This design comes from an exercise in tuning for small area, a short achievable clock period and few clock cycles per item on the open sky130 flow, not from production work. Only simulation tests tie the RTL to the original design; equivalence was not proved.

==> design/flow/design.v <==
module keccak_round (
    input  wire [1599:0] s_in,
    input  wire [4:0]    round,
    output wire [1599:0] s_out
);
    function automatic integer rho_off(input integer x, input integer y);
        case (x + 5 * y)
            0:  rho_off = 0;   1:  rho_off = 1;   2:  rho_off = 62;  3:  rho_off = 28;  4:  rho_off = 27;
            5:  rho_off = 36;  6:  rho_off = 44;  7:  rho_off = 6;   8:  rho_off = 55;  9:  rho_off = 20;
            10: rho_off = 3;   11: rho_off = 10;  12: rho_off = 43;  13: rho_off = 25;  14: rho_off = 39;
            15: rho_off = 41;  16: rho_off = 45;  17: rho_off = 15;  18: rho_off = 21;  19: rho_off = 8;
            20: rho_off = 18;  21: rho_off = 2;   22: rho_off = 61;  23: rho_off = 56;  24: rho_off = 14;
            default: rho_off = 0;
        endcase
    endfunction
    reg [63:0] rc;
    always @* begin
        case (round)
            5'd0: rc = 64'h0000000000000001;
            5'd1: rc = 64'h0000000000008082;
            5'd2: rc = 64'h800000000000808a;
            5'd3: rc = 64'h8000000080008000;
            5'd4: rc = 64'h000000000000808b;
            5'd5: rc = 64'h0000000080000001;
            5'd6: rc = 64'h8000000080008081;
            5'd7: rc = 64'h8000000000008009;
            5'd8: rc = 64'h000000000000008a;
            5'd9: rc = 64'h0000000000000088;
            5'd10: rc = 64'h0000000080008009;
            5'd11: rc = 64'h000000008000000a;
            5'd12: rc = 64'h000000008000808b;
            5'd13: rc = 64'h800000000000008b;
            5'd14: rc = 64'h8000000000008089;
            5'd15: rc = 64'h8000000000008003;
            5'd16: rc = 64'h8000000000008002;
            5'd17: rc = 64'h8000000000000080;
            5'd18: rc = 64'h000000000000800a;
            5'd19: rc = 64'h800000008000000a;
            5'd20: rc = 64'h8000000080008081;
            5'd21: rc = 64'h8000000000008080;
            5'd22: rc = 64'h0000000080000001;
            5'd23: rc = 64'h8000000080008008;
            default: rc = 64'h0;
        endcase
    end
    wire [63:0] a [0:24];
    wire [63:0] c [0:4];
    wire [63:0] d [0:4];
    wire [63:0] b [0:24];
    wire [63:0] o [0:24];
    genvar x, y;
    generate
        for (x = 0; x < 25; x = x + 1) begin : g_in
            assign a[x] = s_in[64*x +: 64];
        end
        for (x = 0; x < 5; x = x + 1) begin : g_c
            assign c[x] = a[x] ^ a[x+5] ^ a[x+10] ^ a[x+15] ^ a[x+20];
        end
        for (x = 0; x < 5; x = x + 1) begin : g_d
            assign d[x] = c[(x+4)%5] ^ {c[(x+1)%5][62:0], c[(x+1)%5][63]};
        end
        for (x = 0; x < 5; x = x + 1) begin : g_rpx
            for (y = 0; y < 5; y = y + 1) begin : g_rpy
                if (rho_off(x, y) == 0) begin : g_r0
                    assign b[y + 5*((2*x+3*y)%5)] = a[x+5*y] ^ d[x];
                end else begin : g_rn
                    wire [63:0] t = a[x+5*y] ^ d[x];
                    assign b[y + 5*((2*x+3*y)%5)] = {t[63-rho_off(x, y):0], t[63:64-rho_off(x, y)]};
                end
            end
        end
        for (x = 0; x < 5; x = x + 1) begin : g_chx
            for (y = 0; y < 5; y = y + 1) begin : g_chy
                if (x == 0 && y == 0) begin : g_iota
                    assign o[0] = b[0] ^ (~b[1] & b[2]) ^ rc;
                end else begin : g_chi
                    assign o[x+5*y] = b[x+5*y] ^ (~b[(x+1)%5+5*y] & b[(x+2)%5+5*y]);
                end
            end
        end
        for (x = 0; x < 25; x = x + 1) begin : g_out
            assign s_out[64*x +: 64] = o[x];
        end
    endgenerate
endmodule
module shake_chain (
    input  wire         clk,
    input  wire         rst,
    input  wire         in_valid,
    output wire         in_ready,
    input  wire [63:0]  in_data,
    input  wire [3:0]   in_nbytes,   
    input  wire         in_last,
    input  wire         in_org,      
    output wire         out_valid,
    input  wire         out_ready,
    output wire [255:0] out_hash,
    output wire [31:0]  out_n
);
    localparam [1:0] S_ABSORB = 2'd0,
                     S_PERM   = 2'd1,
                     S_OUT    = 2'd2;
    reg  [1:0]    state;
    reg  [1599:0] st;         
    reg  [4:0]    lane;       
    reg           first;      
    reg           is_org;     
    reg           last_perm;  
    reg           pad_only;   
    reg  [4:0]    round;
    reg  [255:0]  head;       
    reg  [31:0]   num;        
    wire in_fire = (state == S_ABSORB) && in_valid;
    wire          beat_org  = first ? in_org : is_org;
    wire [1599:0] base      = first ? (in_org ? 1600'd0 : {1344'd0, head}) : st;
    wire [4:0]    beat_lane = first ? (in_org ? 5'd0 : 5'd4) : lane;
    reg [63:0] data_m;
    integer i;
    always @* begin
        for (i = 0; i < 8; i = i + 1)
            data_m[8*i +: 8] = (!in_last || (i < in_nbytes)) ? in_data[8*i +: 8] : 8'h00;
    end
    wire       pad_next_lane = in_last && (in_nbytes == 4'd8);
    wire       pad_new_block = pad_next_lane && (beat_lane == 5'd16);
    wire [4:0] pad_lane      = pad_next_lane ? beat_lane + 5'd1 : beat_lane;
    wire [5:0] pad_shift     = pad_next_lane ? 6'd0 : {in_nbytes[2:0], 3'b000};
    reg [1599:0] absorbed;
    integer l;
    always @* begin
        absorbed = base;
        for (l = 0; l < 17; l = l + 1) begin
            if (beat_lane == l)
                absorbed[64*l +: 64] = absorbed[64*l +: 64] ^ data_m;
            if (in_last && !pad_new_block && pad_lane == l)
                absorbed[64*l +: 64] = absorbed[64*l +: 64] ^ (64'h1F << pad_shift);
        end
        if (in_last && !pad_new_block)
            absorbed[64*16 +: 64] = absorbed[64*16 +: 64] ^ 64'h8000_0000_0000_0000;
    end
    wire [1599:0] rnd_out;
    keccak_round u_round (
        .s_in  (st),
        .round (round),
        .s_out (rnd_out)
    );
    always @(posedge clk) begin
        if (rst) begin
            state    <= S_ABSORB;
            lane     <= 5'd0;
            first    <= 1'b1;
            is_org   <= 1'b0;
            last_perm <= 1'b0;
            pad_only <= 1'b0;
            round    <= 5'd0;
            head     <= 256'd0;
            num      <= 32'd0;
        end else begin
            case (state)
                S_ABSORB: begin
                    if (in_fire) begin
                        st     <= absorbed;
                        first  <= in_last;
                        is_org <= beat_org;
                        if (in_last) begin
                            state    <= S_PERM;
                            round    <= 5'd0;
                            last_perm <= !pad_new_block;
                            pad_only <= pad_new_block;
                            lane     <= 5'd0;
                        end else if (beat_lane == 5'd16) begin
                            state <= S_PERM;
                            round <= 5'd0;
                            last_perm <= 1'b0;
                            lane  <= 5'd0;
                        end else begin
                            lane <= beat_lane + 5'd1;
                        end
                    end
                end
                S_PERM: begin
                    round <= round + 5'd1;
                    if (round == 5'd23) begin
                        if (last_perm) begin
                            state <= S_OUT;
                            head  <= rnd_out[255:0];
                            num   <= is_org ? 32'd0 : num + 32'd1;
                            st    <= rnd_out;
                        end else if (pad_only) begin
                            st <= rnd_out ^ {{8*64{1'b0}}, 64'h8000_0000_0000_0000,
                                             {15*64{1'b0}}, 64'h0000_0000_0000_001F};
                            pad_only <= 1'b0;
                            last_perm <= 1'b1;
                            round    <= 5'd0;
                        end else begin
                            state <= S_ABSORB;
                            st    <= rnd_out;
                        end
                    end else begin
                        st <= rnd_out;
                    end
                end
                S_OUT: begin
                    if (out_ready) state <= S_ABSORB;
                end
                default: state <= S_ABSORB;
            endcase
        end
    end
    assign in_ready  = (state == S_ABSORB);
    assign out_valid = (state == S_OUT);
    assign out_hash  = head;
    assign out_n     = num;
endmodule
==> design/flow/run.sh <==
#!/bin/bash
# synth_recipe.tcl (not shown) runs the flow's synth.tcl, then flattens the netlist and writes it again
# the make line also repeats each setting of config.mk as NAME=value (left out here)
make -C /OpenROAD-flow-scripts/flow DESIGN_CONFIG=/design/flow/config.mk WORK_HOME=/design/flow/orfs CLKGATE_MAP_FILE= SYNTH_SCRIPT=/design/flow/synth_recipe.tcl finish
==> design/flow/config.mk <==
export PLATFORM = sky130hd
export DESIGN_NAME = shake_chain
export DESIGN_NICKNAME = shake_chain
export VERILOG_FILES = /design/flow/design.v
export SDC_FILE = /design/flow/constraint.sdc
export NUM_CORES = 4
export LEC_CHECK = 0
export CAP_MARGIN = 40
export CORE_MARGIN = 2
export CORE_UTILIZATION = 25
export PLACE_DENSITY = 0.35
export SLEW_MARGIN = 40
==> design/flow/constraint.sdc <==
create_clock -name core_clock -period 6.0 [get_ports {clk}]
set_input_delay 1.2000 -clock core_clock [delete_from_list [all_inputs] [get_ports {clk}]]
set_output_delay 1.2000 -clock core_clock [all_outputs]
set_load 0.01 [all_outputs]
==> summary.txt <==
Layout Skew 0.0793 ns; ratio of cells with drive above 1 in the final layout 0.173; post-DP HPWL 1140 mm; Crit-path slowest cell a221o_2; number of global-route vias before repair 123000; Core Area 614000 um2; RSZ-0062 raised after global routing false; CP most frequent cell buf_4; CTS tree yes; clock sink count 1911; Worst Path Required 6.73 ns; H-tree Lvls 5; WP buf/inv 3; worst-path cell chain nand2b_1, inv_1, ha_1, and3_1, ha_4, o2111ai_1, a221o_2, buf_4, a211oi_2, buf_4, xnor2_1, nand2_1, o21ai_1; count of cell types in the netlist 82; Async S/R FF share, synth 0; Yosys top cell by area edfxtp_1; Multi-input gate area 110000 um2; status timing/DRC/antenna clean; Slew @ Worst Pin 1.08 ns; Ys Warns 2; Final setup viols 0; chip height 789 um; Setup crit start kind flip-flop; Seq cells post-synth 1911; port buffer count 363; wirelength, routed 1340 mm; first-pass GRT wire length 1630 mm; Post-Synthesis Cell Area 154000 um2; first-pass detailed-route iteration total 6; Final GP Congestion 1.08; Synth Instances 16300; critical-path maximum fanout 21; grt ovf 0; synthesis-to-finish area growth 29.4%; max incr delay on CP 0.82 ns; initial antenna violation count 159; post-CTS setup buffer count 0; prevailing post-synth register cell edfxtp_1; final net count 17500; largest net degree at the start of global routing 191; clock-pin slew on the worst setup and hold paths 0.06 ns; Routed WL per cell 51.9 um; Overall Global Routing Usage 0.418; die footprint 622000 um2; MaxCap Viol Count 0; Max Slew Vio Count 0; Setup CP Type flip-flop to flip-flop; Post-synth EDFFs 1600; Tcrit/Tclk final 0.885; final setup TNS 0 ns; Synth area leaders edfxtp_1 (31%), xnor2_1 (25%), xor2_1 (8.3%), nor2_1 (5.5%), xnor3_1 (4.8%); Crit. End Element flip-flop; Clk Tree Root Cell clkbuf_16; mean area per synthesized cell 9.46 um2; Synth top area share 0.312; # fillers 63000; type of the worst min-delay path flip-flop to flip-flop; Top Family by Delay on Critical Path compound AO/OA/AOI/OAI gates; die width 789 um; Clock Latency Late Sink 1.07 ns; clk buf depth 4; fin crit period 5.31 ns; # resized after CTS 0; Final Util 0.325; Syn Nets 16400; sequential area share after synthesis 0.352; io pins 364; Initial Utilization 0.251; routed vias 136000; # DRC 0; drt first-iter violations 19600; Site Rows 288; final hold violation count 0; fmax 188 MHz; CTS Buf Count 298; register area 54300 um2; WP data arrival 6.04 ns; CTS Hold Bufs 0; vias per cell 5.23; number of routed nets with antenna violations 0; Slew headroom 0.279
[cells in the final DEF (no fill, tap or decap), types with 40 or more instances in the layout]
cell type,n
xnor3_1,326
clkbuf_8,40
a211oi_1,252
and3_1,42
a22oi_1,196
nor2_1,2263
buf_12,88
or3_1,89
a22o_1,60
edfxtp_1,1600
nor2b_1,794
o21ai_1,223
xnor2_2,574
nand2b_1,246
diode_2,86
clkbuf_16,305
xnor2_4,247
nand3_1,69
o21ai_0,234
xnor2_1,3565
buf_4,1156
nand2_1,1641
mux2i_1,304
a21oi_1,597
xor2_2,188
clkdlybuf4s50_1,361
xor2_1,1159
xor2_4,112
clkbuf_1,100
dfxtp_1,307
[routing by layer]
layer	vias to the layer above	GRT usage	routed length, um
met3	1712	0.140	134000
met5	-	0	413
li1	56000	-	-
met2	7133	0.593	545000
met1	70600	0.521	537000
met4	62	0.319	127000
[cells by family (layout without fill, tap and decap cells)]
family          Yosys count  after routing  share of synthesized area
simple gates           5340           5340                      0.154
xor+xnor               6174           6174                      0.380
mux                     306            306                     0.0199
buf+inv                 823           2223                     0.0205
compound gates         1723           1723                     0.0716
flops                  1911           1911                      0.352
fa+ha+maj                14             14                    0.00114
other cells               0             86                          0
[registers in the layout (all words and copies together), names as in the netlist, 2 cells and up]
| signal | count |
|---|---|
| u_round.rc | 7 |
| head | 256 |
| state | 2 |
| lane | 5 |
| num | 32 |
| round | 5 |
| st | 1600 |
[synth_stat cells, drive strengths merged (4+ instances only)]
cell	count
a22o	60
or3	91
o21a	5
nand3b	6
a31oi	4
inv	18
nand2	1649
nand2b	250
buf	109
and2	29
a211oi	287
xnor2	4386
dfxtp	311
a21boi	4
nand4	9
edfxtp	1600
ha	14
mux2i	304
a2111oi	19
nor2	2277
clkbuf	695
a21oi	599
o21ai	484
xor2	1459
a22oi	196
nor2b	804
and3	47
nand3	77
o211ai	21
o2111ai	15
nor4	6
xnor3	326
nor3	78
[worst paths after layout]
kind / cells past startpoint / start / endpoint / slack, ns
worst max-delay path: 13 / first$_SDFFE_PP1P_ / st[411]$_DFFE_PP_ / 0.69
worst min-delay path: 2 / head[1]$_SDFFE_PP0P_ / head[1]$_SDFFE_PP0P_ / 0.48
worst max register to register: 13 / first$_SDFFE_PP1P_ / st[411]$_DFFE_PP_ / 0.69
worst min register to register: 2 / head[1]$_SDFFE_PP0P_ / head[1]$_SDFFE_PP0P_ / 0.48
[final cells by class]
cell class | count | area share
multi-input combinational | 13600 | 0.551
inverter | 19 | 0.000395
clock buffer | 445 | 0.0429
sequential | 1911 | 0.272
timing repair buffer | 1667 | 0.0771
antenna | 86 | 0.00108
tap | 8120 | 0.0510
clock inverter | 92 | 0.00439
[tightest hold or removal path, cell delays in order, from the launching register on]
cell and delay (ns):
dfxtp_1 0.32, nand2_1 0.06, a21oi_1 0.05
[per-stage QoR]
| step | cells | setup WS (ns) | area, um2 | hold WS, ns |
|---|---|---|---|---|
| after global routing | 25800 | 0.684 | 199000 | 0.503 |
| after CTS | 25800 | 0.763 | 199000 | 0.477 |
| final | 25900 | 0.689 | 199000 | 0.476 |
| after floorplan | 16300 | -62.35 | 154000 | 0.441 |
| after global placement | 25200 | 0.581 | 182000 | 0.461 |
| after detailed placement | 25300 | 0.575 | 189000 | 0.468 |
Testbench counts, summed over its fixed seeds: cycles 24,173, bytes 74,081.

[static timing again, ports no longer ideal]
Ports are ideal in the flow. The routed layout listed here was re-timed in OpenROAD. Step 1: set_driving_cell puts a clkbuf_16 on clk and a buf_2 on each other input, an assumption about the parent block. Step 2, shift: input delay + t, output delay - t, t = (earliest + latest rising clock arrival at the registers) / 2. This alone moves slack from input paths to output paths. Slacks: ideal / step 1 / step 2; pairs: ideal / step 1.
t, ns: 1.171
slack for setup (ns): 0.689 / 0.689 / 0.477
worst register clock-pin slew, ns: 0.07 / 0.07
After both steps setup and hold are still met in this run. The setup slack of this run moves by 0.000 ns with the drivers and by -0.212 ns with both steps.
